Background: an optimization exercise with open tools, aiming at small area, a short achievable clock period and few clock cycles per item. Do not read the settings as production practice. At most, simulation tests tie the RTL to the original design; equivalence was not proved. For run 1, only the layout was checked, not whether the RTL still works.

==> flow/design.v (outline; a module is shown in full before it is edited, if it fits) <==
// module qg_screen_lane: 848 lines
module qg_screen_lane (
    input  wire         clk,
    input  wire         rst,
    input  wire         in_valid,
    output wire         in_ready,
    input  wire [1:0]   in_fmt,         
    input  wire         in_grey3,       
    input  wire         in_two_rowsets,
    input  wire [7:0]   in_p0,          
    input  wire [7:0]   in_ph,          
    input  wire [7:0]   in_pv,          
    input  wire [7:0]   in_phv,         
    input  wire [15:0]  in_gain,        
    input  wire [111:0] in_theta,       
    input  wire [15:0]  in_mask,        
    input  wire [8:0]   in_share,       
    input  wire         in_zone,        
    input  wire [10:0]  in_k,           
    input  wire [10:0]  in_s,           
    input  wire [11:0]  in_dots2_map,   
    output reg          out_valid,
    output reg  [2:0]   out_logical,
    output reg  [2:0]   out_level,
    output reg          out_rowset,
    output reg          out_pick_b,
    output reg          out_clip
);
  // ...
==> flow/flow/run.sh <==
#!/bin/bash
# The standard layout (standard.sh), with these changes:
#  - synthesis (flow/synth.tcl): the standard script, but Yosys's generic
#    ABC pass inside synth is skipped (-noabc), so that the full adders
#    written in the RTL are extracted without inverters around them, and the
#    final ABC mapping uses flow/abc.script;
#  - ports get buf_1 buffers;
#  - repair_timing aims at a slack of SETUP_SLACK_MARGIN below the 48 ns
#    clock, i.e. at the period the design can reach.
# make's output goes to standard.log; ORFS keeps each step's log in orfs/logs.
set -euo pipefail
W=$PWD
bash standard.sh finish SYNTH_SCRIPT=$W/flow/synth.tcl SYNTH_ARGS=-noabc \
  "BUFFER_PORTS_ARGS=-buffer_cell sky130_fd_sc_hd__buf_1" \
  SETUP_SLACK_MARGIN=37.3 > $W/standard.log 2>&1
==> flow/flow/abc.script <==
strash
dch
map -D 6000
buffer
upsize -D 6000
dnsize -D 6000
stime -p
==> flow/flow/synth.tcl <==
# synth_recipe.tcl with ABC's script swapped for flow/abc.script.
proc synth {args} { yosys synth -nofsm -noshare {*}$args }
set ::my_flow_dir [file dirname [file normalize [info script]]]
proc abc {args} {
  set i [lsearch -exact $args -script]
  if {$i >= 0} { set args [lreplace $args $i [expr {$i + 1}] -script $::my_flow_dir/abc.script] }
  set i [lsearch -exact $args -D]
  if {$i >= 0} { set args [lreplace $args $i [expr {$i + 1}]] }
  yosys abc {*}$args
}
source $::env(SCRIPTS_DIR)/synth.tcl
# left out here: clear keep_hierarchy, flatten, clean up, hide names made inside functions, write 1_2_yosys.v
==> flow/standard.sh <==
#!/bin/bash
# synth_recipe.tcl (not shown) runs the flow's synth.tcl, then flattens the netlist and writes it again
# the make line also repeats each setting of config.mk as NAME=value (left out here)
make -C /OpenROAD-flow-scripts/flow DESIGN_CONFIG=/design/flow/config.mk WORK_HOME=/design/flow/orfs CLKGATE_MAP_FILE= SYNTH_SCRIPT=/design/flow/synth_recipe.tcl "${@:-finish}"
==> flow/config.mk <==
export PLATFORM = sky130hd
export DESIGN_NAME = qg_screen_lane
export DESIGN_NICKNAME = qg_screen_lane
export VERILOG_FILES = /design/flow/design.v
export SDC_FILE = /design/flow/constraint.sdc
export NUM_CORES = 4
export LEC_CHECK = 0
export CAP_MARGIN = 20
export CORE_MARGIN = 2
export CORE_UTILIZATION = 60
export CTS_BUF_LIST = sky130_fd_sc_hd__clkbuf_8
export PLACE_DENSITY = 0.75
export SLEW_MARGIN = 20
==> flow/constraint.sdc <==
create_clock -name core_clock -period 48.0 [get_ports {clk}]
set_input_delay 9.6000 -clock core_clock [delete_from_list [all_inputs] [get_ports {clk}]]
set_output_delay 9.6000 -clock core_clock [all_outputs]
set_load 0.01 [all_outputs]
==> impl_metrics.ini, run 1 <==
[outcome]
status = no timing/DRC/antenna violations

[clocking]
clock_sinks = 215
clkLatencyLatePin_ps = 600
post_cts_buffers = 29

[setup_path]
cp_top_family = adder cells
cp-end-kind = register
crit_path_start = s1_us[11]
crit_cells = 49
slowest_stage = fa_1

[route]
via_count = 17970
wl_per_cell_um = 19.4
met3_length_um = 5290
vias_per_cell = 5.89
wl_met2_um = 28500

[logic_synthesis]
synthSimpleGateAreaFrac = 0.150
synth_cell_types = 55
synth_xor_area_frac = 0.0538
yosysSeqAreaShare = 0.226
synth_top_area_share = 0.271
syn_inst = 2330
yosys_warnings = 1
ys_ff_latch = 215

[grt]
top_usage_layer = met2
use_met2 = 0.607
antenna_found_initial = 1

[sta]
setup_viol = 0
period_needed_ps = 10750
postLayoutSetupSlackWorst_ps = 37250
rsz0062_at_grt = true

[finish]
layout-drive-gt1-share = 0.0997
nFillCells = 2510
n_sequential_cell = 215
final_cell_area_um2 = 22300
clockBufferCount = 46
inv_count = 372
nets = 3187
largest_class = multi-input combinational cells
final_common_cell = inv_1

[die]
dieArea_um2 = 33200
num_rows = 65

[place]
dpl-instance-area_um2 = 20400
==> run 2: changes to the inputs <==
--- a/flow/design.v
+++ b/flow/design.v
@@ -37,16 +37,28 @@
             for (w = 1; w < 16; w = w * 2)
                 for (i = 0; i < 16; i = i + 2 * w) begin
                     g[i] = g[i + w] | (~l[i + w] & g[i]);
                     l[i] = l[i + w] | (~g[i + w] & l[i]);
                 end
             gt16 = g[0];
         end
     endfunction
+    function gt16r;
+        input [15:0] a;
+        input [15:0] b;
+        integer i;
+        reg c;
+        begin
+            c = 1'b0;
+            for (i = 0; i < 16; i = i + 1)
+                c = (a[i] & ~b[i]) | (a[i] & c) | (~b[i] & c);
+            gt16r = c;
+        end
+    endfunction
     function [2:0] count7;
         input [6:0] f;
         begin
             case (f)
                 7'd0: count7 = 3'd0;
                 7'd1: count7 = 3'd1;
                 7'd2: count7 = 3'd1;
                 7'd3: count7 = 3'd2;
@@ -287,17 +299,27 @@
     wire us_c_72, us_s_71;
     assign {us_c_72, us_s_71} = {1'b0, us_c_64} + {1'b0, us_s_69} + {1'b0, us_c_66};
     wire us_c_74, us_s_73;
     assign {us_c_74, us_s_73} = {1'b0, s1_us[37]} + {1'b0, s1_us[38]} + {1'b0, us_c_70};
     wire [11:0] us_x = {1'b0, s1_us[39], us_c_72, us_c_68, us_c_62, us_c_56, us_c_50, us_c_44, us_s_43, us_s_37, s1_us[4], s1_us[0]};
     wire [11:0] us_y = {1'b0, us_c_74, us_s_73, us_s_71, us_s_67, us_s_61, us_s_55, us_s_49, 1'b0, 1'b0, us_s_33, s1_us[1]};
     wire [11:0] up_sum = us_x + us_y;
     wire [9:0]  u      = up_sum[11:2];
-    wire [9:0]  t_hi   = u + {8'd0, u[9:8]};
+    wire [10:0] th_c;
+    wire [9:0]  t_hi;
+    assign th_c[0] = 1'b0;
+    genvar m;
+    generate
+        for (m = 0; m < 10; m = m + 1) begin : thr
+            wire addend = (m == 0) ? u[8] : (m == 1) ? u[9] : 1'b0;
+            assign t_hi[m]    = u[m] ^ addend ^ th_c[m];
+            assign th_c[m+1]  = (u[m] & addend) | (u[m] & th_c[m]) | (addend & th_c[m]);
+        end
+    endgenerate
     wire [15:0] t      = {t_hi, u[7:2]};
     wire [15:0] tm     = {u, u[7:2]};
     wire [18:0] gx = {2'b00, s1_gain, 1'b0};
     genvar j;
     generate
         for (j = 0; j < 9; j = j + 1) begin : booth
             wire b0 = gx[2*j], b1 = gx[2*j+1], b2 = gx[2*j+2];
             wire one = b0 ^ b1;
@@ -634,17 +656,17 @@
     wire [15:0] e_full = prod[29:14];
     wire [15:0] e_sat  = e_full | {16{clip}};      
     wire [6:0]  use_k  = {{4{s1_grey3}}, 3'b111};
     wire [6:0]  gt_t, gt_e;
     genvar k;
     generate
         for (k = 0; k < 7; k = k + 1) begin : cmp
             wire [15:0] th = s1_theta[16*k +: 16];
-            assign gt_t[k] = use_k[k] & gt16(t, th);
+            assign gt_t[k] = use_k[k] & gt16r(t, th);
             assign gt_e[k] = use_k[k] & gt16(e_sat, th);
         end
     endgenerate
     wire [10:0] pk_pp [0:7];
     genvar i;
     generate
         for (i = 0; i < 8; i = i + 1) begin : pkrow
             assign pk_pp[i] = {11{s1_rank[i]}} & s1_s;
@@ -823,18 +845,24 @@
     wire pk_c_566, pk_s_565;
     assign {pk_c_566, pk_s_565} = {1'b0, pk_pp[6][10]} + {1'b0, pk_pp[7][9]} + {1'b0, ~s1_k[8]};
     wire pk_c_568, pk_s_567;
     assign {pk_c_568, pk_s_567} = {1'b0, pk_c_560} + {1'b0, pk_s_565} + {1'b0, pk_c_562};
     wire pk_c_570, pk_s_569;
     assign {pk_c_570, pk_s_569} = {1'b0, pk_pp[7][10]} + {1'b0, ~s1_k[9]} + {1'b0, pk_c_566};
     wire [19:0] pk_x = {1'b1, pk_c_570, pk_c_568, pk_c_564, pk_c_558, pk_c_550, pk_c_540, pk_c_528, pk_c_514, pk_c_498, pk_c_482, pk_hc_466, pk_c_450, pk_s_449, pk_c_424, pk_s_423, pk_c_406, pk_s_405, pk_s_399, pk_s_395};
     wire [19:0] pk_y = {1'b0, 1'b1, pk_s_569, pk_s_567, pk_s_563, pk_s_557, pk_s_549, pk_s_539, pk_s_527, pk_s_513, pk_s_497, pk_s_481, pk_h_465, 1'b0, pk_h_435, 1'b0, pk_h_413, 1'b0, 1'b0, 1'b0};
-    wire [19:0] pk_sum = pk_x + pk_y;
-    wire        pick   = s1_zone & pk_sum[19];
+    wire [19:0] pk_c;
+    assign pk_c[0] = 1'b0;
+    generate
+        for (m = 0; m < 19; m = m + 1) begin : pkc
+            assign pk_c[m+1] = (pk_x[m] & pk_y[m]) | (pk_x[m] & pk_c[m]) | (pk_y[m] & pk_c[m]);
+        end
+    endgenerate
+    wire        pick   = s1_zone & (pk_x[19] ^ pk_y[19] ^ pk_c[19]);
     always @(posedge clk) begin
         if (rst) out_valid <= 1'b0;
         else     out_valid <= s1_valid;
         out_rowset <= s1_rowset;
         out_pick_b <= pick;
         if (s1_dotsfmt) begin
             out_logical <= s1_dots;
             out_level   <= s1_dots;
==> run 2 against run 1 <==
Against the previous run: critical path depth is 6 higher; synthesized cell count down 10%; setup slack worse by 150 ps; wire length fell by 8.9%; largest cell class unchanged.
==> impl_metrics.ini, run 2 <==
[route]
drtPass1Iterations = 5
initialDrtViolationCount = 1501
totalWireLength_um = 53900
wl_per_cell_um = 19.2
drc = 0
via_count = 16406
drtAntennaViolNets = 0
vias_per_cell = 5.84

[setup_path]
reg2reg_from = s1_us[11]
criticalPathCategory = reg -> reg
worstReg2RegEnd = out_level[2]
cp_max_fo = 10
critPathLaunchType = register
r2r_slack_ps = 37100
rr_worst_depth = 55
slowest_stage = fa_1
slowest_delay_ps = 540
worstPathArrival_ps = 11340
required_ps = 48440
crit_top_cell = nand2_4
cp-end-kind = register

[clocking]
clk_pin_slew_ps = 60
cts_htree_levels = 2
ctsHoldBuffers = 0
cts.path.max_buffers = 3
numCtsBuffers = 36
clock_sinks = 215
root_buffer = clkbuf_8
cts_tree = yes
clkLatencyLatePin_ps = 610

[logic_synthesis]
synth_area_leaders = fa_1, dfxtp_1, inv_1, nor2_1, nand2_1
yosys.area.top_type = fa_1
yosysSeqAreaShare = 0.237
synth-compound-area-share = 0.166
syn-num-nets = 2654
synth_edf_count = 0
synth_xor_area_frac = 0.0546
synth_cell_types = 43
synth_top_area_share = 0.285
muxShareOfSynthArea = 0
syn_avg_cell_area_um2 = 8.65
yosys_warnings = 1
dominantRegCellSynth = dfxtp_1
synth_top_family_by_area = adder cells
async_flop_share = 0
synth.top_cells.by_count = inv_1, nor2_1, fa_1
ys_ff_latch = 215
synthSimpleGateAreaFrac = 0.121
synthMostInstantiatedCell = inv_1
syn_inst = 2096
synth.cell_area_um2 = 18100
synth-adder-area-share = 0.346

[hold_path]
hold_depth = 0
hold_end = out_rowset
hold_path.class = reg -> reg
worstHoldStart = s1_rowset

[grt]
grt_first_pass_wirelength_um = 82800
antenna_found_initial = 3
grt-ovfl-total = 0
grt_pass1_vias = 16565
grt_start_max_net_pins = 26
groute.usage.overall = 0.340

[sta]
setup_viol = 0
finalSetupTns_ps = 0
period_needed_ps = 10900
fmax_ghz = 0.0917
whs_ps = 360
rsz0062_at_grt = true
maxSlewHeadroom = 0.394
worst_pin_slew_ps = 907
postLayoutSetupSlackWorst_ps = 37100
final_hold_viol_count = 0
fin_crit_sh = 0.227
slew_violations = 0
fin_skew_ps = 52.2

[finish]
final_cell_mix = inv_1, nor2_1, buf_1
layout-drive-gt1-share = 0.128
regMostFlops = s1_theta
nets = 2955
largest_reg_flops = 112
area_delta_synth_final_pct = 18.7
reg_top3 = s1_theta: 112 flops, s1_us: 40 flops, s1_gain: 16 flops
final_common_cell = inv_1

[place]
routabilityCongestion = 0.954
dp_slack_ps = 34570
io_buffers = 235
place_hpwl_um = 40400

[die]
die_h_um = 178
dieArea_um2 = 31600
die_w_um = 178
num_io_pins = 238
core_um2 = 29700
num_rows = 63
initial_utilization = 0.610

[outcome]
status = no timing/DRC/antenna violations

[job]
drv_cap = 0
[run 2: cell types whose count changed in the layout (fill, tap and decap cells not counted), moves of 20 or more]
cell / delta
a21oi_1: -20
buf_4: +22
inv_1: -67
nand2_1: -25
nor2_1: -90
nor3_1: -31
o21ai_0: -21
[run 2: layout make-up]
| cell class | count | area [µm²] |
|---|---|---|
| multi-input cells | 1518 | 13200 |
| fillers | 2291 | 8200 |
| flip-flops and latches | 215 | 4310 |
| repair buffers | 317 | 1580 |
| inverters | 305 | 1190 |
| clock buffers | 46 | 633 |
| well taps | 390 | 488 |
| clock inverters | 10 | 48.8 |
| repair inverters | 4 | 30.0 |
| diodes | 2 | 5.00 |
[run 2: critical path: cells and delay by family, from the launching register on]
| kind | cells | cell delay, ps |
|---|---|---|
| compound gates | 15 | 2400 |
| fa+ha+maj | 11 | 4710 |
| buf+inv | 7 | 890 |
| flops | 1 | 320 |
| simple gates | 22 | 2400 |
[run 2: stage by stage]
| step | std cells | area [µm²] | utilization |
|---|---|---|---|
| floorplan | 2096 | 18200 | - |
| CTS | 2779 | 20900 | 0.704 |
| finish | 2807 | 21500 | 0.724 |
| global placement | 2673 | 19400 | 0.652 |
| detailed placement | 2673 | 19400 | 0.652 |
| global route | 2805 | 21500 | 0.724 |
[run 2: worst max-delay path by stage]
stage / endpoint / slack, ps / start / cells past startpoint
after global routing: out_level[2] / 36700 / s1_us[11] / 55
final: out_level[2] / 37100 / s1_us[11] / 55
after global placement: out_level[2] / 34830 / s1_us[5] / 53
after detailed placement: out_level[2] / 34570 / s1_us[5] / 53
after CTS: out_level[2] / 37150 / s1_us[7] / 58
after floorplan: out_level[2] / 37310 / s1_us[5] / 55
[run 2: logic make-up after synthesis]
group | after synthesis
AND/OR/NAND/NOR | 565
AO/OA/AOI/OAI | 489
buffers and inverters | 363
adder cells (fa/ha/maj) | 350
flip-flops | 215
XOR/XNOR | 113
other | 1
[run 2: layer usage]
| layer | up-vias | GRT usage | part of all wire |
|---|---|---|---|
| met1 | 7879 | 0.411 | 0.38 |
| met5 | - | 0 | 0.00050 |
| li1 | 7494 | - | - |
| met3 | 171 | 0.0838 | 0.093 |
| met4 | 4 | 0.135 | 0.040 |
| met2 | 858 | 0.582 | 0.48 |
[run 2: what timing repair did]
item	CTS	global route
pin swaps	57	81
gates resized for setup	116	110
setup endpoints to repair	3	3
cloned	4	1
buffers inserted	46	25
Testbench counts of run 2, summed over its fixed seeds: cycles 40,008, items 40,000.
==> run 3: changes to the inputs <==
==> flow/flow/abc.script (replaced) <==
strash
dch
map -D 4000
buffer
upsize -D 4000
dnsize -D 4000
stime -p
==> run 3 against run 2 <==
Against the previous run: fmax increased by 2.4%; clock skew fell by 20 ps; utilization down 0.16 points; cell count grew 2.4%; sequential share of layout area is 0.44 points lower; global-route usage up 0.90 points; synthesized cell count increased by 2.6%; via count grew 3.8%; critical path depth decreased by 54; non-clock buffer count fell by 6; largest cell class unchanged.
==> impl_metrics.ini, run 3 <==
[clocking]
clkLatencyLatePin_ps = 580
clock_sinks = 215
cts_tree = yes
root_buffer = clkbuf_8
numCtsBuffers = 36
ctsHoldBuffers = 0
cts_htree_levels = 2
clk_pin_slew_ps = 60
cts.path.max_buffers = 3

[logic_synthesis]
synthMostInstantiatedCell = inv_1
synth_edf_count = 0
dominantRegCellSynth = dfxtp_1
synth.top_cells.by_count = inv_1, nand2_1, fa_1
async_flop_share = 0
syn-num-nets = 2708
yosys_warnings = 1
yosys.area.top_type = fa_1
syn_avg_cell_area_um2 = 8.58
ys_ff_latch = 215
synth_top_area_share = 0.280
synth_cell_types = 62
synth.cell_area_um2 = 18500
synth_area_leaders = fa_1, dfxtp_1, inv_1, nand2_1, ha_1
syn_inst = 2150
yosysSeqAreaShare = 0.233

[grt]
grt-ovfl-total = 0
top_usage_layer = met2
antenna_found_initial = 0
grt_first_pass_wirelength_um = 86100
use_met2 = 0.577
grtUsageMet1 = 0.428
grt_pass1_vias = 17009
groute.usage.overall = 0.349
grt_use_met3 = 0.0791
grt_start_max_net_pins = 28

[sta]
fin_crit_sh = 0.222
maxSlewHeadroom = 0.363
rsz0062_at_grt = true
final_hold_viol_count = 0
setup_viol = 0
finalSetupTns_ps = 0
slew_violations = 0
fin_skew_ps = 32.7
fmax_ghz = 0.0940
period_needed_ps = 10640
worst_pin_slew_ps = 953

[place]
place_hpwl_um = 42900
io_buffers = 235
dp.cells = 2745
routabilityCongestion = 0.942
dpl-instance-area_um2 = 19700

[die]
die_h_um = 179
num_io_pins = 238
num_rows = 64
core_um2 = 30400
dieArea_um2 = 32200
die_w_um = 179
initial_utilization = 0.606

[setup_path]
cp_top_family = flip-flops
cp-end-kind = output pin
required_ps = 38400
cp-endpoint = out_level[1]
cp_max_fo = 1
worstReg2RegEnd = out_level[2]
crit_path_start = out_level[1]
critPathLaunchType = register
path_cells = buf_1
criticalPathCategory = reg -> out
slowest_stage = dfxtp_1
crit_cells = 1
slowest_delay_ps = 330
worstPathArrival_ps = 1040
reg2reg_from = s1_us[11]
r2r_slack_ps = 37480
critPathBufInv = 1
rr_worst_depth = 43

[route]
totalWireLength_um = 56700
drc = 0
initialDrtViolationCount = 1498
drtAntennaViolNets = 0
via_count = 17026
drtPass1Iterations = 5
vias_per_cell = 5.92
wl_per_cell_um = 19.7

[hold_path]
hold_path.class = reg -> reg

[finish]
final_cell_area_um2 = 22000
nets = 3014
stdcell_count = 2875
fin_util = 0.722
reg_top3 = s1_theta: 112 flops, s1_us: 40 flops, s1_gain: 16 flops
final_common_cell = inv_1
area_delta_synth_final_pct = 19.1
final_cell_mix = inv_1, nand2_1, buf_1
insertedDiodeCount = 0
largest_reg_flops = 112
regMostFlops = s1_theta
layout-drive-gt1-share = 0.137

[job]
drv_cap = 0

[outcome]
status = no timing/DRC/antenna violations
[run 3: changes by cell type in the layout (fill, tap and decap cells not counted), moves of 11 or more]
cell      previous run  this run
nor2_1             252       230
nand3_1             22        37
o221ai_1            21        10
nand2_1            215       261
o21ai_0            119       106
[run 3: cells by family after synthesis]
family	after synthesis	synth area share
AOI/OAI and AO/OA	485	0.165
xor gates and xnor gates	111	0.0527
adders and majority gates	344	0.336
buffers and inverters	360	0.0747
DFF	215	0.233
other	1	0.000203
and+or+nand+nor	634	0.138
[run 3: what timing repair did]
action | CTS | global route
cloned | 3 | 0
endpoints found under the setup margin | 3 | 3
buffers inserted | 28 | 38
pin swaps | 12 | 72
gates resized for setup | 62 | 177
[run 3: routing by layer]
| layer | vias to the layer above | part of all wire | routed length, µm |
|---|---|---|---|
| met5 | - | 0 | 0 |
| met4 | 0 | 0.055 | 3140 |
| met3 | 239 | 0.094 | 5350 |
| met2 | 996 | 0.48 | 27200 |
| met1 | 8109 | 0.37 | 21100 |
| li1 | 7682 | - | - |
[run 3: area by class of cell]
type	instances	area, µm²
Timing Repair Buffer	311	1550
Clock buffer	44	606
Fill cell	2370	8440
Tap cell	396	495
Timing Repair inverter	3	22.5
Inverter	314	1220
Sequential cell	215	4310
Clock inverter	17	116
Multi-Input combinational cell	1575	13700
[run 3: worst min path at each step]
| stage | cells after the start | start | end |
|---|---|---|---|
| CTS | 0 | s1_rowset | out_rowset |
| finish | 0 | s1_rowset | out_rowset |
| global route | 0 | s1_rowset | out_rowset |
| floorplan | 0 | s1_rowset | out_rowset |
| detailed placement | 0 | s1_rowset | out_rowset |
| global placement | 0 | s1_rowset | out_rowset |
[run 3: through the flow]
step,setup WS [ps],hold slack [ps]
2_1_floorplan,37310,310
3_3_place_gp,35580,314
3_5_place_dp,35350,314
4_1_cts,37310,336
5_1_grt,36960,346
6_report,37360,340
==> run 4: changes to the inputs <==
==> flow/flow/abc.script (replaced) <==
strash
dc2
dch -f
map -D 4000
buffer
upsize -D 4000
dnsize -D 4000
stime -p
==> run 4 against run 3 <==
Against the previous run: non-clock buffer count rose by 4; clock skew up 1.8 ps; critical path depth stayed put; via count shrank 0.77%; still clean on timing, DRC and antenna; design area decreased by 2.2%; cell count shrank 3.5%; global-route usage decreased by 0.74 points; wire length shrank 2.2%.
==> impl_metrics.ini, run 4 <==
[logic_synthesis]
ys_ff_latch = 215
synth_cell_types = 75
yosys.area.top_type = fa_1
synth.top_cells.by_count = inv_1, fa_1, nand2_1
synth_area_leaders = fa_1, dfxtp_1, inv_1, ha_1, nand2_1
dominantRegCellSynth = dfxtp_1
syn_avg_cell_area_um2 = 8.86
synthMostInstantiatedCell = inv_1
synth.cell_area_um2 = 18200
yosys_warnings = 1
synth_top_area_share = 0.283
synth_edf_count = 0
syn-num-nets = 2615
async_flop_share = 0
yosysSeqAreaShare = 0.236
syn_inst = 2057

[finish]
area_delta_synth_final_pct = 17.9
nets = 2917
reg_top3 = s1_theta: 112 flops, s1_us: 40 flops, s1_gain: 16 flops
regArea_um2 = 4310
multi_input_area_um2 = 13300
largest_reg_flops = 112
regMostFlops = s1_theta
nFillCells = 2347
fin_util = 0.722
layout-drive-gt1-share = 0.133
final_common_cell = inv_1
insertedDiodeCount = 0
final_cell_mix = inv_1, fa_1, buf_1

[sta]
slew_violations = 0
period_needed_ps = 10610
maxSlewHeadroom = 0.288
fin_skew_ps = 34.5
worst_pin_slew_ps = 1070
fin_crit_sh = 0.221
fmax_ghz = 0.0942
finalSetupTns_ps = 0
setup_viol = 0
final_hold_viol_count = 0
rsz0062_at_grt = true

[grt]
grt_use_met3 = 0.0712
grt_pass1_vias = 16783
grt_start_max_net_pins = 28
grt-ovfl-total = 0
groute.usage.overall = 0.341
top_usage_layer = met2
grt_first_pass_wirelength_um = 83900
grtUsageMet1 = 0.419
antenna_found_initial = 0
use_met2 = 0.569

[route]
drtPass1Iterations = 7
via_count = 16895
drc = 0
totalWireLength_um = 55500
initialDrtViolationCount = 1388
wl_per_cell_um = 20.0
vias_per_cell = 6.09
drtAntennaViolNets = 0

[setup_path]
slowest_delay_ps = 330
cp-end-kind = output pin
criticalPathCategory = reg -> out
reg2reg_from = s1_us[11]
cp_max_fo = 1
critPathBufInv = 1
r2r_slack_ps = 37410
worstPathArrival_ps = 1010
cp_top_family = flip-flops
path_cells = buf_1
rr_worst_depth = 49
worstReg2RegEnd = out_level[2]
slowest_stage = dfxtp_1
critPathLaunchType = register
required_ps = 38400

[hold_path]
hold_end = out_rowset
worstHoldStart = s1_rowset
hold_depth = 0
hold_path.class = reg -> reg

[outcome]
status = no timing/DRC/antenna violations

[die]
initial_utilization = 0.612
die_h_um = 178
num_io_pins = 238
dieArea_um2 = 31800
die_w_um = 178
core_um2 = 29800
num_rows = 63

[place]
routabilityCongestion = 0.949
place_hpwl_um = 41500
io_buffers = 235

[clocking]
numCtsBuffers = 36
clkLatencyLatePin_ps = 550
cts.path.max_buffers = 3
cts_tree = yes
clock_sinks = 215
clk_pin_slew_ps = 70
cts_htree_levels = 2
root_buffer = clkbuf_8

[job]
drv_cap = 0
-- run 4: cell types whose count changed after synthesis, sizes merged, moves of 8 or more --
cell / previous run / this run
o221ai: 12 / 34
o21a: 15 / 2
o31ai: 22 / 7
nand2: 309 / 247
nor2: 243 / 231
inv: 308 / 279
xor2: 90 / 77
a221oi: 8 / 16
maj3: 13 / 0
-- run 4: how the worst max path moves through the flow --
stage                      start           end  slack, ps  cells after the start
global placement        s1_us[9]  out_level[1]      36420                     46
global route           s1_us[11]  out_level[0]      37030                     53
floorplan              in_fmt[0]      s1_us[4]      37310                      6
finish              out_level[1]  out_level[1]      37390                      1
CTS                     s1_us[9]  out_level[1]      37270                     50
detailed placement      s1_us[9]  out_level[1]      36180                     46
-- run 4: stage by stage --
step / area (µm²) / hold slack, ps / std cells / setup slack, ps
after floorplan: 18300 / 310 / 2057 / 37310
after global placement: 19500 / 311 / 2642 / 36420
after detailed placement: 19500 / 316 / 2642 / 36180
after CTS: 20500 / 331 / 2728 / 37270
after global routing: 21500 / 343 / 2773 / 37030
final: 21500 / 328 / 2773 / 37390
-- run 4: cell families after synthesis --
family / synth area share
adder cells (fa/ha/maj): 0.333
other: 0.000206
XOR/XNOR: 0.0495
AO/OA/AOI/OAI: 0.180
AND/OR/NAND/NOR: 0.128
flip-flops: 0.236
multiplexers: 0.000549
buffers and inverters: 0.0724
-- run 4: worst reg2reg max path: cells and delay by family (launching register included) --
family	cells	cell delay, ps
DFF	1	330
and+or+nand+nor	20	2260
adders and majority gates	10	4600
buffers and inverters	6	890
AOI/OAI and AO/OA	13	2480
-- run 4: cell type report --
cell class / instances / area share
Multi-Input combinational cell: 1504 / 0.617
Tap cell: 390 / 0.0227
Sequential cell: 215 / 0.200
Timing Repair Buffer: 315 / 0.0734
Inverter: 285 / 0.0509
Timing Repair inverter: 2 / 0.000582
Clock inverter: 18 / 0.00675
Clock buffer: 44 / 0.0282
-- run 4: per-layer routing --
metal  wire length [µm]  vias to the layer above  share of wire
met3               5650                      285           0.10
met2              25900                     1057           0.47
li1                   -                     7522              -
met1              20700                     8031           0.37
met5                  0                        -              0
met4               3240                        0          0.058
-- run 4: repair_timing --
action / in CTS / in global routing
resized for setup: 33 / 145
endpoints found under the setup margin: 3 / 4
cloned: 2 / 3
pin swaps: 7 / 76
buffers inserted: 22 / 42
hold buffers: 0 / 0
==> run 5: changes to the inputs <==
--- a/flow/config.mk
+++ b/flow/config.mk
@@ -9,5 +9,7 @@
 export CORE_MARGIN = 2
 export CORE_UTILIZATION = 60
-export CTS_BUF_LIST = sky130_fd_sc_hd__clkbuf_8
+export CTS_BUF_LIST = sky130_fd_sc_hd__clkbuf_16
+export CTS_CLUSTER_DIAMETER = 120
+export CTS_CLUSTER_SIZE = 30
 export PLACE_DENSITY = 0.75
 export SLEW_MARGIN = 20
==> run 5 against run 4 <==
Against the previous run: setup slack lost 8.3 ps; register-to-register slack gained 90 ps; utilization shrank 1.1 points; flip-flop and latch count is the same; die area is the same; still clean; synthesized area is the same.
==> impl_metrics.ini, run 5 <==
[sta]
period_needed_ps = 10620
finalSetupTns_ps = 0
slew_violations = 0
postLayoutSetupSlackWorst_ps = 37380
fin_crit_sh = 0.221
setup_viol = 0
final_hold_viol_count = 0
fin_skew_ps = 54.0
maxSlewHeadroom = 0.299
fmax_ghz = 0.0941
rsz0062_at_grt = true
whs_ps = 342
worst_pin_slew_ps = 1050

[finish]
regArea_um2 = 4310
area_delta_synth_final_pct = 16.1
layout-drive-gt1-share = 0.121
nFillCells = 2373
final_common_cell = inv_1
largest_reg_flops = 112
reg_top3 = s1_theta: 112 flops, s1_us: 40 flops, s1_gain: 16 flops
regMostFlops = s1_theta
nets = 2886
final_cell_area_um2 = 21200
final_cell_mix = inv_1, fa_1, buf_1
multi_input_area_um2 = 13300

[place]
routabilityCongestion = 0.949
io_buffers = 235
dp_slack_ps = 36180
place_hpwl_um = 41500
dpl-instance-area_um2 = 19500

[grt]
groute.usage.overall = 0.338
grt_pass1_vias = 16440
grt-ovfl-total = 0
grt_start_max_net_pins = 31
antenna_found_initial = 1
grt_first_pass_wirelength_um = 82900

[clocking]
cts_tree = yes
cts.path.max_buffers = 3
ctsHoldBuffers = 0
clock_sinks = 215
root_buffer = clkbuf_16
cts_htree_levels = 1
numCtsBuffers = 12
clkLatencyLatePin_ps = 520
clk_pin_slew_ps = 110

[route]
drtPass1Iterations = 8
drtAntennaViolNets = 0
wl_per_cell_um = 20.2
totalWireLength_um = 55100
via_count = 16611
initialDrtViolationCount = 1550
drc = 0
vias_per_cell = 6.10

[setup_path]
slowest_delay_ps = 350
required_ps = 38400
rr_worst_depth = 50
critPathLaunchType = register
cp-end-kind = output pin
critPathBufInv = 1
criticalPathCategory = reg -> out
worstReg2RegEnd = out_level[1]
cp_top_family = flip-flops
reg2reg_from = s1_us[9]
crit_cells = 1
cp_max_fo = 1
r2r_slack_ps = 37500
cp-endpoint = out_level[1]
slowest_stage = dfxtp_1
crit_path_start = out_level[1]
worstPathArrival_ps = 1020
path_cells = buf_1

[logic_synthesis]
syn_inst = 2057
synth_cell_types = 75
synthMostInstantiatedCell = inv_1
yosysSeqAreaShare = 0.236
ys_ff_latch = 215
synth.cell_area_um2 = 18200
synth_edf_count = 0
synth_area_leaders = fa_1, dfxtp_1, inv_1, ha_1, nand2_1
syn-num-nets = 2615
synth_top_area_share = 0.283
async_flop_share = 0
synth.top_cells.by_count = inv_1, fa_1, nand2_1
yosys_warnings = 1
syn_avg_cell_area_um2 = 8.86
dominantRegCellSynth = dfxtp_1
yosys.area.top_type = fa_1

[die]
dieArea_um2 = 31800
core_um2 = 29800
initial_utilization = 0.612
num_io_pins = 238
die_h_um = 178
die_w_um = 178
num_rows = 63

[outcome]
status = no timing/DRC/antenna violations

[hold_path]
hold_path.class = reg -> reg

[job]
drv_cap = 0
run 5: final cells by class:
cell class / instances / share of cell area
Clock buffer: 12 / 0.0142
Clock inverter: 4 / 0.00349
Antenna cell: 1 / 0.000118
Timing Repair inverter: 2 / 0.000591
Multi-Input combinational cell: 1504 / 0.630
Tap cell: 390 / 0.0230
Timing Repair Buffer: 308 / 0.0732
Sequential cell: 215 / 0.203
Inverter: 285 / 0.0519
run 5: metal layers:
metal | vias up | GRT usage | share of wire | wire length (µm)
met3 | 238 | 0.0695 | 0.10 | 5490
met5 | - | 0 | 0 | 0
li1 | 7428 | - | - | -
met4 | 0 | 0.160 | 0.057 | 3140
met2 | 999 | 0.566 | 0.47 | 26100
met1 | 7946 | 0.417 | 0.37 | 20300
run 5: kinds of logic after synthesis:
kind of cell               Yosys count  synth area share
and+or+nand+nor                    563             0.128
xor gates and xnor gates           103            0.0495
DFF                                215             0.236
muxes                                1          0.000549
buffers and inverters              338            0.0724
other                                1          0.000206
AOI/OAI and AO/OA                  505             0.180
adders and majority gates          331             0.333
run 5: repair_timing:
action                     4_1_cts  5_1_grt
gates cloned                     2        3
setup buffers                   23       34
setup endpoints to repair        3        5
resized for setup               36      155
pin swaps                        6       62
run 5: worst min path at each step:
stage                     startpoint  cells after the start    endpoint  slack, ps
after floorplan            s1_rowset                      0  out_rowset        310
after global placement     s1_rowset                      0  out_rowset        310
after detailed placement   s1_rowset                      0  out_rowset        320
after CTS                  s1_rowset                      0  out_rowset        340
after global routing       s1_rowset                      0  out_rowset        350
final                      s1_rowset                      0  out_rowset        340
run 5: stage by stage:
stage	utilization	std cells
final	0.711	2721
after global routing	0.711	2720
after CTS	0.676	2683
after detailed placement	0.653	2642
after global placement	0.653	2642
after floorplan	-	2057
==> run 6: changes to the inputs <==
--- a/flow/config.mk
+++ b/flow/config.mk
@@ -6,5 +6,5 @@
 export NUM_CORES = 4
 export LEC_CHECK = 0
-export CAP_MARGIN = 20
+export CAP_MARGIN = 5
 export CORE_MARGIN = 2
 export CORE_UTILIZATION = 60
@@ -13,3 +13,3 @@
 export CTS_CLUSTER_SIZE = 30
 export PLACE_DENSITY = 0.75
-export SLEW_MARGIN = 20
+export SLEW_MARGIN = 5
==> run 6 against run 5 <==
Against the previous run: critical path type unchanged; count of clock-buffer cells in the layout is the same; design area unchanged; global-route usage unchanged; hold slack is the same; synthesized area unchanged; flip-flop and latch count stayed put; cell count is the same; via count did not move.
==> impl_metrics.ini, run 6 <==
[sta]
fin_skew_ps = 54.0
fin_crit_sh = 0.221
fmax_ghz = 0.0941
final_hold_viol_count = 0
worst_pin_slew_ps = 1050
rsz0062_at_grt = true
whs_ps = 342
period_needed_ps = 10620
setup_viol = 0
slew_violations = 0
postLayoutSetupSlackWorst_ps = 37380
finalSetupTns_ps = 0
maxSlewHeadroom = 0.299

[clocking]
clk_pin_slew_ps = 110
cts_htree_levels = 1
cts.path.max_buffers = 3
cts_tree = yes
ctsHoldBuffers = 0
clkLatencyLatePin_ps = 520
clock_sinks = 215
root_buffer = clkbuf_16
numCtsBuffers = 12

[route]
via_count = 16611
drtPass1Iterations = 8
drc = 0
drtAntennaViolNets = 0
initialDrtViolationCount = 1550
totalWireLength_um = 55100
vias_per_cell = 6.10
wl_per_cell_um = 20.2

[logic_synthesis]
synth_edf_count = 0
dominantRegCellSynth = dfxtp_1
syn-num-nets = 2615
yosys.area.top_type = fa_1
synth_area_leaders = fa_1, dfxtp_1, inv_1, ha_1, nand2_1
yosys_warnings = 1
yosysSeqAreaShare = 0.236
synth.top_cells.by_count = inv_1, fa_1, nand2_1
synth.cell_area_um2 = 18200
synthMostInstantiatedCell = inv_1
synth_top_area_share = 0.283
async_flop_share = 0
syn_inst = 2057
syn_avg_cell_area_um2 = 8.86
synth_cell_types = 75
ys_ff_latch = 215

[grt]
antenna_found_initial = 1
groute.usage.overall = 0.338
grt-ovfl-total = 0
grt_first_pass_wirelength_um = 82900
grt_start_max_net_pins = 31
grt_pass1_vias = 16440

[setup_path]
required_ps = 38400
cp-end-kind = output pin
cp_top_family = flip-flops
criticalPathCategory = reg -> out
worstReg2RegEnd = out_level[1]
r2r_slack_ps = 37500
slowest_delay_ps = 350
reg2reg_from = s1_us[9]
cp_max_fo = 1
critPathBufInv = 1
worstPathArrival_ps = 1020
critPathLaunchType = register
rr_worst_depth = 50
slowest_stage = dfxtp_1
path_cells = buf_1

[hold_path]
worstHoldStart = s1_rowset
hold_end = out_rowset
hold_depth = 0
hold_path.class = reg -> reg

[place]
io_buffers = 235
dpl-instance-area_um2 = 19500
place_hpwl_um = 41500
dp_slack_ps = 36180
dp.cells = 2642
routabilityCongestion = 0.949

[finish]
fin_util = 0.711
layout-drive-gt1-share = 0.121
reg_top3 = s1_theta: 112 flops, s1_us: 40 flops, s1_gain: 16 flops
final_cell_mix = inv_1, fa_1, buf_1
regMostFlops = s1_theta
largest_reg_flops = 112
stdcell_count = 2721
final_common_cell = inv_1
final_cell_area_um2 = 21200
area_delta_synth_final_pct = 16.1
nets = 2886

[die]
core_um2 = 29800
num_io_pins = 238
die_w_um = 178
dieArea_um2 = 31800
num_rows = 63
initial_utilization = 0.612
die_h_um = 178

[job]
drv_cap = 0

[outcome]
status = no timing/DRC/antenna violations
-- run 6: how the worst max path moves through the flow --
stage / end / slack (ps) / from / cells after the start
6_report: out_level[1] / 37380 / out_level[1] / 1
5_1_grt: out_level[1] / 37110 / s1_us[9] / 52
4_1_cts: out_level[0] / 37300 / s1_us[9] / 51
3_5_place_dp: out_level[1] / 36180 / s1_us[9] / 46
3_3_place_gp: out_level[1] / 36420 / s1_us[9] / 46
2_1_floorplan: s1_us[4] / 37310 / in_fmt[0] / 6
-- run 6: cell families (layout without fill, tap and decap cells) --
logic type / count (synthesis) / in the layout / synth area share
AOI/OAI and AO/OA: 505 / 505 / 0.180
muxes: 1 / 1 / 0.000549
xor gates and xnor gates: 103 / 103 / 0.0495
and+or+nand+nor: 563 / 563 / 0.128
adders and majority gates: 331 / 331 / 0.333
DFF: 215 / 215 / 0.236
buffers and inverters: 338 / 611 / 0.0724
other: 1 / 2 / 0.000206
-- run 6: final cells by class --
class / instances / area, µm²
antenna: 1 / 2.50
timing repair buffer: 308 / 1550
sequential: 215 / 4310
multi-input combinational: 1504 / 13300
clock inverter: 4 / 73.8
fill: 2373 / 8620
clock buffer: 12 / 300
tap: 390 / 488
timing repair inverter: 2 / 12.5
inverter: 285 / 1100
-- run 6: worst reg2reg max path: cells and delay by family, from the launching register on --
kind	cells	cell delay, ps
adder cells (fa/ha/maj)	10	4410
AO/OA/AOI/OAI	16	2680
AND/OR/NAND/NOR	14	1580
buffers and inverters	9	1230
flip-flops	1	340
XOR/XNOR	1	150
-- run 6: timing repair --
item	in CTS	in global routing
buffers inserted	23	34
setup endpoints to repair	3	5
cloned	2	3
pin swaps	6	62
resized for setup	36	155
-- run 6: layer usage --
metal  part of all wire  wire (µm)  track usage
met1               0.37      20300        0.417
met2               0.47      26100        0.566
met3               0.10       5490       0.0695
met5                  0          0            0
met4              0.057       3140        0.160
==> run 7: changes to the inputs <==
--- a/flow/config.mk
+++ b/flow/config.mk
@@ -6,10 +6,10 @@
 export NUM_CORES = 4
 export LEC_CHECK = 0
-export CAP_MARGIN = 5
+export CAP_MARGIN = 20
 export CORE_MARGIN = 2
-export CORE_UTILIZATION = 60
+export CORE_UTILIZATION = 45
 export CTS_BUF_LIST = sky130_fd_sc_hd__clkbuf_16
 export CTS_CLUSTER_DIAMETER = 120
 export CTS_CLUSTER_SIZE = 30
-export PLACE_DENSITY = 0.75
-export SLEW_MARGIN = 5
+export PLACE_DENSITY = 0.65
+export SLEW_MARGIN = 20
==> run 7 against run 6 <==
Against the previous run: still clean on timing, DRC and antenna; hold slack improved by 1.3 ps; flip-flop and latch count did not move; non-clock buffer count rose by 5; first-iteration DRC count fell by 22%; clock skew fell by 9.1 ps; critical path type unchanged; critical endpoint is now out_level[0].
==> impl_metrics.ini, run 7 <==
[outcome]
status = no timing/DRC/antenna violations

[logic_synthesis]
yosysSeqAreaShare = 0.236
synth_area_leaders = fa_1, dfxtp_1, inv_1, ha_1, nand2_1
yosys.area.top_type = fa_1
synthMostInstantiatedCell = inv_1
syn_avg_cell_area_um2 = 8.86
synth.top_cells.by_count = inv_1, fa_1, nand2_1
syn-num-nets = 2615
syn_inst = 2057
yosys_warnings = 1
synth_edf_count = 0
ys_ff_latch = 215
async_flop_share = 0
dominantRegCellSynth = dfxtp_1
synth_top_area_share = 0.283
synth.cell_area_um2 = 18200
synth_cell_types = 75

[setup_path]
cp-end-kind = output pin
cp_max_fo = 1
critPathLaunchType = register
worstPathArrival_ps = 1000
cp_top_family = flip-flops
r2r_slack_ps = 37440
slowest_delay_ps = 350
required_ps = 38400
path_cells = buf_1
critPathBufInv = 1
criticalPathCategory = reg -> out
slowest_stage = dfxtp_1

[sta]
fmax_ghz = 0.0943
fin_crit_sh = 0.221
rsz0062_at_grt = true
period_needed_ps = 10600
maxSlewHeadroom = 0.347
setup_viol = 0
slew_violations = 0
fin_skew_ps = 44.8
worst_pin_slew_ps = 977
final_hold_viol_count = 0
finalSetupTns_ps = 0

[grt]
grt-ovfl-total = 0
groute.usage.overall = 0.267
grt_start_max_net_pins = 31
grt_first_pass_wirelength_um = 87000
grt_pass1_vias = 16296
antenna_found_initial = 1

[clocking]
cts_htree_levels = 1
ctsHoldBuffers = 0
numCtsBuffers = 12
cts_tree = yes
cts.path.max_buffers = 3
clock_sinks = 215
clk_pin_slew_ps = 110
clkLatencyLatePin_ps = 540
root_buffer = clkbuf_16

[die]
num_io_pins = 238
die_h_um = 205
dieArea_um2 = 42100
num_rows = 73
initial_utilization = 0.458
die_w_um = 205
core_um2 = 39800

[finish]
layout-drive-gt1-share = 0.110
regMostFlops = s1_theta
final_common_cell = inv_1
largest_reg_flops = 112
area_delta_synth_final_pct = 15.7
reg_top3 = s1_theta: 112 flops, s1_us: 40 flops, s1_gain: 16 flops
final_cell_mix = inv_1, fa_1, buf_1
nets = 2892

[place]
routabilityCongestion = 0.927
io_buffers = 235
place_hpwl_um = 43600

[route]
drtAntennaViolNets = 0
drc = 0
drtPass1Iterations = 6
initialDrtViolationCount = 1216
wl_per_cell_um = 19.8
vias_per_cell = 5.63
totalWireLength_um = 56600
via_count = 16106

[hold_path]
hold_path.class = reg -> reg

[job]
drv_cap = 0
## run 7: path summary, 6_finish.rpt
check                           cells after the start      endpoint    startpoint
worst max-delay path                                1  out_level[0]  out_level[0]
worst min register to register                      0    out_rowset     s1_rowset
worst min-delay path                                0    out_rowset     s1_rowset
worst max register to register                     52  out_level[2]     s1_us[11]
## run 7: cell families after synthesis
family / Yosys count / synth area share
mux: 1 / 0.000549
buf+inv: 338 / 0.0724
simple gates: 563 / 0.128
xor+xnor: 103 / 0.0495
other cells: 1 / 0.000206
flops: 215 / 0.236
fa+ha+maj: 331 / 0.333
compound gates: 505 / 0.180
## run 7: timing repair
action,4_1_cts,5_1_grt
pin swaps,6,53
buffers inserted,28,34
resized for setup,40,97
gates cloned,3,2
setup endpoints to repair,3,3
## run 7: through the flow
stage / area (µm²) / std cells / util / setup WS (ps) / hold slack [ps]
final: 21100 / 2863 / 0.530 / 37400 / 343
after global routing: 21100 / 2862 / 0.530 / 37040 / 362
after CTS: 20400 / 2826 / 0.513 / 37300 / 345
after detailed placement: 19600 / 2778 / 0.493 / 35790 / 316
after global placement: 19600 / 2778 / 0.493 / 36120 / 317
after floorplan: 18300 / 2057 / - / 37310 / 310
## run 7: cell type report
class	count	area (µm²)
multi-input cells	1505	13100
diodes	1	2.50
clock buffers	12	300
fillers	3811	18700
inverters	285	1100
flip-flops and latches	215	4310
well taps	525	657
clock inverters	5	86.3
repair inverters	2	12.5
repair buffers	313	1560
## run 7: per-layer routing
layer / up-vias / wire length, µm / global-route usage
met5: - / 0 / 0
met4: 0 / 2080 / 0.101
met3: 136 / 4540 / 0.0462
met2: 707 / 27200 / 0.449
met1: 7800 / 22800 / 0.344
li1: 7463 / - / -
==> run 8: changes to the inputs <==
--- a/flow/config.mk
+++ b/flow/config.mk
@@ -8,8 +8,9 @@
 export CAP_MARGIN = 20
 export CORE_MARGIN = 2
-export CORE_UTILIZATION = 45
+export CORE_UTILIZATION = 50
 export CTS_BUF_LIST = sky130_fd_sc_hd__clkbuf_16
 export CTS_CLUSTER_DIAMETER = 120
 export CTS_CLUSTER_SIZE = 30
-export PLACE_DENSITY = 0.65
+export PLACE_DENSITY = 0.7
 export SLEW_MARGIN = 20
+export TNS_END_PERCENT = 10
==> run 8 against run 7 <==
Against the previous run: fmax down 0.29%; cell count down 2.4%; utilization up 5.6 points; wire length down 2.8%; largest cell class unchanged; via count up 0.98%; synthesized area unchanged; first-iteration DRC count up 6.0%; critical path depth unchanged.
==> impl_metrics.ini, run 8 <==
[logic_synthesis]
synth_top_family_by_area = adder cells
dominantRegCellSynth = dfxtp_1
synth_xor_area_frac = 0.0495
muxShareOfSynthArea = 0.000549
yosys_warnings = 1
syn_inst = 2057
synth_cell_types = 75
ys_ff_latch = 215
yosysSeqAreaShare = 0.236
yosys.area.top_type = fa_1
synth_edf_count = 0
synth-compound-area-share = 0.180
synth.cell_area_um2 = 18200
syn-num-nets = 2615
synth_area_leaders = fa_1, dfxtp_1, inv_1, ha_1, nand2_1
synthMostInstantiatedCell = inv_1
async_flop_share = 0
synth.top_cells.by_count = inv_1, fa_1, nand2_1
synth-adder-area-share = 0.333
synthSimpleGateAreaFrac = 0.128
synth_top_area_share = 0.283
syn_avg_cell_area_um2 = 8.86

[finish]
reg_top3 = s1_theta: 112 flops, s1_us: 40 flops, s1_gain: 16 flops
regArea_um2 = 4300
regMostFlops = s1_theta
layout-drive-gt1-share = 0.0973
largest_reg_flops = 112
multi_input_area_um2 = 13000
nFillCells = 3175
insertedDiodeCount = 0
final_common_cell = inv_1
nets = 2887
final_cell_mix = inv_1, fa_1, buf_1
area_delta_synth_final_pct = 14.8

[route]
drtAntennaViolNets = 0
wl_per_cell_um = 19.7
vias_per_cell = 5.82
initialDrtViolationCount = 1289
totalWireLength_um = 55000
drc = 0
via_count = 16264
drtPass1Iterations = 7

[setup_path]
slowest_stage = dfxtp_1
cp_top_family = flip-flops
worstPathArrival_ps = 1030
worstReg2RegEnd = out_level[2]
r2r_slack_ps = 37610
cp_max_fo = 1
reg2reg_from = s1_us[9]
critPathLaunchType = register
slowest_delay_ps = 350
path_cells = buf_1
critPathBufInv = 1
criticalPathCategory = reg -> out
required_ps = 38400
cp-end-kind = output pin
rr_worst_depth = 41

[sta]
whs_ps = 337
setup_viol = 0
fin_crit_sh = 0.222
worst_pin_slew_ps = 933
fmax_ghz = 0.0941
maxSlewHeadroom = 0.376
fin_skew_ps = 15.2
slew_violations = 0
period_needed_ps = 10630
finalSetupTns_ps = 0
rsz0062_at_grt = true
final_hold_viol_count = 0

[die]
die_h_um = 195
dieArea_um2 = 38000
num_rows = 69
die_w_um = 195
core_um2 = 35700
num_io_pins = 238
initial_utilization = 0.510

[place]
place_hpwl_um = 42400
routabilityCongestion = 0.956
io_buffers = 235

[clocking]
clock_sinks = 215
clk_pin_slew_ps = 110
cts_tree = yes
cts.path.max_buffers = 3
cts_htree_levels = 1
ctsHoldBuffers = 0
numCtsBuffers = 12
root_buffer = clkbuf_16
clkLatencyLatePin_ps = 510

[hold_path]
hold_end = out_rowset
worstHoldStart = s1_rowset
hold_depth = 0
hold_path.class = reg -> reg

[grt]
grt-ovfl-total = 0
grt_first_pass_wirelength_um = 86000
antenna_found_initial = 1
grt_pass1_vias = 16555
groute.usage.overall = 0.287
grt_start_max_net_pins = 31

[job]
drv_cap = 0

[outcome]
status = no timing/DRC/antenna violations
## run 8: cell count changes in the layout (fill, tap and decap cells not counted), sizes merged
cell | previous run | this run
clkinv | 9 | 7
buf | 312 | 306
clkbuf | 13 | 16
clkinvlp | 9 | 7
inv | 274 | 276
diode | 1 | 0
## run 8: worst reg2reg max path: cells and delay by family (launching register included)
kind | cells | cell delay [ps]
buffers and inverters | 5 | 900
AOI/OAI and AO/OA | 12 | 2310
adders and majority gates | 11 | 4490
xor gates and xnor gates | 1 | 200
DFF | 1 | 340
and+or+nand+nor | 12 | 2140
## run 8: cells by family after synthesis
| family | Yosys count |
|---|---|
| other cells | 1 |
| flops | 215 |
| mux | 1 |
| compound gates | 505 |
| simple gates | 563 |
| buf+inv | 338 |
| fa+ha+maj | 331 |
| xor+xnor | 103 |
## run 8: what timing repair did
item                                    4_1_cts  5_1_grt
pin swaps                                     9       37
buffers inserted                             29       28
endpoints found under the setup margin        3       12
resized for setup                            31       84
gates cloned                                  2        2
## run 8: how the worst max path moves through the flow
stage / from / end / slack, ps / depth (start not counted)
floorplan: in_fmt[0] / s1_us[0] / 37300 / 6
global placement: s1_us[9] / out_level[1] / 36150 / 49
detailed placement: s1_us[9] / out_level[1] / 35940 / 49
CTS: s1_us[9] / out_level[2] / 37290 / 49
global route: s1_us[9] / out_level[1] / 37220 / 51
finish: out_level[0] / out_level[0] / 37370 / 1
## run 8: per-layer routing
metal / routed length (µm) / GRT usage
met5: 13 / 0
met4: 2210 / 0.108
met3: 5010 / 0.0491
met2: 26200 / 0.487
met1: 21600 / 0.369
## run 8: area by class of cell
cell class	count	area share
Multi-Input combinational cell	1505	0.622
Sequential cell	215	0.206
Timing Repair Buffer	309	0.0735
Inverter	285	0.0523
Tap cell	461	0.0276
Clock buffer	13	0.0155
Clock inverter	4	0.00311
Timing Repair inverter	1	0.000239
## run 8: stage by stage
step / instance area (µm²) / cells / util / worst slack (ps)
after detailed placement: 19600 / 2715 / 0.547 / 35940
after CTS: 20300 / 2763 / 0.568 / 37290
after global routing: 20900 / 2793 / 0.586 / 37220
after global placement: 19600 / 2715 / 0.547 / 36150
after floorplan: 18300 / 2057 / - / 37300
final: 20900 / 2793 / 0.586 / 37370
==> run 9: changes to the inputs <==
--- a/flow/config.mk
+++ b/flow/config.mk
@@ -14,3 +14,2 @@
 export PLACE_DENSITY = 0.7
 export SLEW_MARGIN = 20
-export TNS_END_PERCENT = 10
==> run 9 against run 8 <==
Against the previous run: still clean; non-clock buffer count down 11; synthesized area unchanged; fmax up 0.14%; count of clock-buffer cells in the layout unchanged; setup slack better by 15 ps; die area unchanged; largest cell class unchanged.
==> impl_metrics.ini, run 9 <==
[route]
initialDrtViolationCount = 1481
wl_per_cell_um = 20.1
via_count = 16344
drtAntennaViolNets = 0
totalWireLength_um = 56100
vias_per_cell = 5.87
drtPass1Iterations = 5
drc = 0

[die]
num_rows = 69
core_um2 = 35700
die_h_um = 195
die_w_um = 195
initial_utilization = 0.510
dieArea_um2 = 38000
num_io_pins = 238

[setup_path]
slowest_stage = dfxtp_1
slowest_delay_ps = 350
critPathBufInv = 1
cp_top_family = flip-flops
cp_max_fo = 1
critPathLaunchType = register
cp-end-kind = output pin
rr_worst_depth = 51
worstReg2RegEnd = out_level[1]
path_cells = buf_1
r2r_slack_ps = 37690
reg2reg_from = s1_us[9]
worstPathArrival_ps = 1020
required_ps = 38400
criticalPathCategory = reg -> out

[sta]
maxSlewHeadroom = 0.345
rsz0062_at_grt = true
finalSetupTns_ps = 0
whs_ps = 350
worst_pin_slew_ps = 982
slew_violations = 0
fin_skew_ps = 22.7
period_needed_ps = 10620
setup_viol = 0
postLayoutSetupSlackWorst_ps = 37380
fmax_ghz = 0.0942
fin_crit_sh = 0.221
final_hold_viol_count = 0

[clocking]
cts.path.max_buffers = 3
clock_sinks = 215
root_buffer = clkbuf_16
numCtsBuffers = 12
cts_htree_levels = 1
ctsHoldBuffers = 0
clk_pin_slew_ps = 100
clkLatencyLatePin_ps = 510
cts_tree = yes

[place]
dp.cells = 2714
place_hpwl_um = 42700
dpl-instance-area_um2 = 19600
io_buffers = 235
dp_slack_ps = 35970
routabilityCongestion = 0.964

[logic_synthesis]
synth_cell_types = 75
synthMostInstantiatedCell = inv_1
syn_inst = 2057
synth_area_leaders = fa_1, dfxtp_1, inv_1, ha_1, nand2_1
dominantRegCellSynth = dfxtp_1
syn_avg_cell_area_um2 = 8.86
synth_edf_count = 0
yosys.area.top_type = fa_1
async_flop_share = 0
yosys_warnings = 1
synth_top_area_share = 0.283
ys_ff_latch = 215
synth.top_cells.by_count = inv_1, fa_1, nand2_1
yosysSeqAreaShare = 0.236
synth.cell_area_um2 = 18200
syn-num-nets = 2615

[finish]
stdcell_count = 2786
fin_util = 0.586
final_common_cell = inv_1
regMostFlops = s1_theta
reg_top3 = s1_theta: 112 flops, s1_us: 40 flops, s1_gain: 16 flops
layout-drive-gt1-share = 0.0985
final_cell_mix = inv_1, fa_1, buf_1
nFillCells = 3206
final_cell_area_um2 = 20900
area_delta_synth_final_pct = 14.9
largest_reg_flops = 112
nets = 2879

[grt]
antenna_found_initial = 1
groute.usage.overall = 0.287
grt_start_max_net_pins = 31
grt_pass1_vias = 16371
grt-ovfl-total = 0
grt_first_pass_wirelength_um = 85400

[hold_path]
worstHoldStart = s1_rowset
hold_depth = 0
hold_path.class = reg -> reg
hold_end = out_rowset

[outcome]
status = no timing/DRC/antenna violations

[job]
drv_cap = 0
-- run 9: per-layer routing --
layer,track usage,share of wire
met2,0.484,0.48
met1,0.362,0.39
met3,0.0585,0.091
met4,0.110,0.036
met5,0,0.00023
-- run 9: cell type report --
type | count | area [µm²] | area share
antenna | 1 | 2.50 | 0.000119
clock buffer | 13 | 325 | 0.0155
clock inverter | 4 | 96.3 | 0.00460
inverter | 285 | 1090 | 0.0521
multi-input combinational | 1506 | 13100 | 0.625
sequential | 215 | 4300 | 0.205
tap | 461 | 577 | 0.0275
timing repair buffer | 298 | 1440 | 0.0688
timing repair inverter | 3 | 20.0 | 0.000956
-- run 9: what timing repair did --
action	CTS	global route
gates resized for setup	25	97
gates cloned	3	4
setup endpoints to repair	3	3
pin swaps	4	29
setup buffers	18	29
hold endpoints to repair	0	0
-- run 9: worst max-delay path by stage --
stage | end | slack [ps] | depth (start not counted) | startpoint
after floorplan | s1_us[4] | 37310 | 6 | in_fmt[0]
after global placement | out_level[1] | 36120 | 46 | s1_us[9]
after detailed placement | out_level[1] | 35970 | 46 | s1_us[5]
after CTS | out_level[1] | 37270 | 50 | s1_us[5]
after global routing | out_level[1] | 37120 | 53 | s1_us[9]
final | out_clip | 37380 | 1 | out_clip
-- run 9: kinds of logic (layout without fill, tap and decap cells) --
family,count (synthesis),after routing,synth area share
simple gates,563,565,0.128
compound gates,505,505,0.180
buf+inv,338,603,0.0724
fa+ha+maj,331,331,0.333
flops,215,215,0.236
xor+xnor,103,103,0.0495
other cells,1,2,0.000206
mux,1,1,0.000549
==> run 10: changes to the inputs <==
--- a/flow/flow/run.sh
+++ b/flow/flow/run.sh
@@ -13,3 +13,3 @@
 bash standard.sh finish SYNTH_SCRIPT=$W/flow/synth.tcl SYNTH_ARGS=-noabc \
   "BUFFER_PORTS_ARGS=-buffer_cell sky130_fd_sc_hd__buf_1" \
-  SETUP_SLACK_MARGIN=37.3 > $W/standard.log 2>&1
+  SETUP_SLACK_MARGIN=37.4 > $W/standard.log 2>&1
==> run 10 against run 9 <==
Against the previous run: cell count grew 0.18%; die area is the same; sequential share of layout area shrank 0.22 points; fmax grew 0.49%; synthesized area is the same; via count shrank 0.87%; wire length shrank 0.85%; critical endpoint is now out_logical[1]; utilization grew 0.73 points.
==> impl_metrics.ini, run 10 <==
[logic_synthesis]
synth_top_area_share = 0.283
synth.cell_area_um2 = 18200
synth_area_leaders = fa_1, dfxtp_1, inv_1, ha_1, nand2_1
async_flop_share = 0
yosys_warnings = 1
syn-num-nets = 2615
synthMostInstantiatedCell = inv_1
yosys.area.top_type = fa_1
dominantRegCellSynth = dfxtp_1
syn_avg_cell_area_um2 = 8.86
syn_inst = 2057
synth_edf_count = 0
synth.top_cells.by_count = inv_1, fa_1, nand2_1
synth_cell_types = 75
yosysSeqAreaShare = 0.236
ys_ff_latch = 215

[sta]
maxSlewHeadroom = 0.352
period_needed_ps = 10570
rsz0062_at_grt = false
finalSetupTns_ps = 0
fmax_ghz = 0.0946
worst_pin_slew_ps = 972
final_hold_viol_count = 0
fin_skew_ps = 18.3
setup_viol = 0
postLayoutSetupSlackWorst_ps = 37430
fin_crit_sh = 0.220
slew_violations = 0
whs_ps = 344

[clocking]
clkLatencyLatePin_ps = 510
numCtsBuffers = 12
cts.path.max_buffers = 3
clk_pin_slew_ps = 100
root_buffer = clkbuf_16
cts_tree = yes
clock_sinks = 215
cts_htree_levels = 1

[place]
dp_slack_ps = 35860
routabilityCongestion = 0.940
place_hpwl_um = 42900
io_buffers = 235

[route]
drtAntennaViolNets = 0
initialDrtViolationCount = 1451
via_count = 16202
vias_per_cell = 5.81
drtPass1Iterations = 6
totalWireLength_um = 55600
wl_per_cell_um = 19.9
drc = 0

[finish]
area_delta_synth_final_pct = 16.3
regMostFlops = s1_theta
final_common_cell = inv_1
nets = 2883
largest_reg_flops = 112
layout-drive-gt1-share = 0.119
reg_top3 = s1_theta: 112 flops, s1_us: 40 flops, s1_gain: 16 flops
nFillCells = 3165
fin_util = 0.593
final_cell_mix = inv_1, fa_1, buf_1

[die]
core_um2 = 35700
die_w_um = 195
die_h_um = 195
dieArea_um2 = 38000
num_rows = 69
initial_utilization = 0.510
num_io_pins = 238

[setup_path]
critPathLaunchType = register
path_cells = buf_2
cp_top_family = flip-flops
reg2reg_from = s1_us[9]
r2r_slack_ps = 37680
required_ps = 38400
cp_max_fo = 1
cp-end-kind = output pin
worstPathArrival_ps = 970
crit_path_start = out_logical[1]
slowest_stage = dfxtp_2
slowest_delay_ps = 330
criticalPathCategory = reg -> out
critPathBufInv = 1

[grt]
antenna_found_initial = 3
grt_start_max_net_pins = 31
grt_first_pass_wirelength_um = 85000
grt-ovfl-total = 0
grt_pass1_vias = 16285
groute.usage.overall = 0.286

[hold_path]
hold_path.class = reg -> reg
worstHoldStart = s1_rowset

[job]
drv_cap = 0

[outcome]
status = no timing/DRC/antenna violations
## run 10: cell counts after synthesis
No cell type changed its count.
## run 10: area by class of cell
cell class | instances | area [µm²] | share of cell area
Multi-Input combinational cell | 1505 | 13200 | 0.624
Inverter | 285 | 1100 | 0.0521
Sequential cell | 215 | 4310 | 0.203
Timing Repair Buffer | 305 | 1570 | 0.0742
Clock inverter | 4 | 75.1 | 0.00354
Tap cell | 461 | 577 | 0.0272
Clock buffer | 13 | 325 | 0.0153
Timing Repair inverter | 1 | 7.51 | 0.000354
Antenna cell | 2 | 5.00 | 0.000236
## run 10: worst paths after layout
path,cells past startpoint,end
setup / recovery,1,out_logical[1]
hold / removal,0,out_rowset
setup reg to reg,48,out_level[2]
hold reg to reg,0,out_rowset
## run 10: what timing repair did
action / 4_1_cts / 5_1_grt
pin swaps: 10 / 56
gates resized for setup: 54 / 131
setup endpoints to repair: 13 / 8
buffers inserted: 31 / 20
hold buffers: 0 / 0
cloned: 2 / 3
## run 10: cells by family (layout without fill, tap and decap cells)
| kind of cell | count (synthesis) | after routing | share of synthesized area |
|---|---|---|---|
| XOR/XNOR | 103 | 103 | 0.0495 |
| adder cells (fa/ha/maj) | 331 | 331 | 0.333 |
| flip-flops | 215 | 215 | 0.236 |
| multiplexers | 1 | 1 | 0.000549 |
| buffers and inverters | 338 | 608 | 0.0724 |
| AND/OR/NAND/NOR | 563 | 564 | 0.128 |
| other | 1 | 3 | 0.000206 |
| AO/OA/AOI/OAI | 505 | 505 | 0.180 |
## run 10: per-stage QoR
step           cell area [µm²]  std cells
6_report                 21200       2791
5_1_grt                  21200       2789
4_1_cts                  20400       2766
3_5_place_dp             19600       2716
3_3_place_gp             19600       2716
2_1_floorplan            18300       2057
## run 10: per-layer routing
layer,track usage,vias to the layer above,wire [µm]
met5,0,-,13
met4,0.106,2,2330
met3,0.0510,155,5060
met2,0.484,819,26400
met1,0.369,7794,21800
li1,-,7432,-

[re-timing with driven ports]
In the flow no input, the clock included, has a driving cell. The finished layouts below were timed again as built, in two steps.
Step 1: set_driving_cell puts a clkbuf_16 on clk and a buf_2 on each other input, an assumption about the parent block.
Step 2 moves the port delays by t, midway between the first and last clock arrival at a register: inputs arrive t later, outputs are due t later. That takes back most of the time a late clock gives input paths.
Slacks: no drivers / after step 1 / after step 2; pairs: no drivers / after step 1.
run | t (ns) | slack for setup (ns) | worst data-port slew with drivers (ns)
run 1 | 0.637 | 37.252 / 37.252 / 36.790 | 0.07
run 2 | 0.625 | 37.101 / 37.101 / 36.910 | 0.06
run 3 | 0.613 | 37.357 / 37.307 / 36.837 | 0.07
run 4 | 0.587 | 37.386 / 37.335 / 36.943 | 0.07
run 5 | 0.554 | 37.377 / 37.321 / 37.030 | 0.05
run 6 | 0.554 | 37.377 / 37.321 / 37.030 | 0.05
run 7 | 0.572 | 37.399 / 37.341 / 36.918 | 0.07
run 8 | 0.559 | 37.368 / 37.314 / 37.026 | 0.07
run 9 | 0.553 | 37.383 / 37.328 / 36.924 | 0.07
run 10 | 0.556 | 37.434 / 37.382 / 37.058 | 0.07
After both steps setup and hold are still met in every run listed. The setup slack of run 3, which loses most, moves by -0.050 ns with the drivers and by -0.520 ns with both steps.
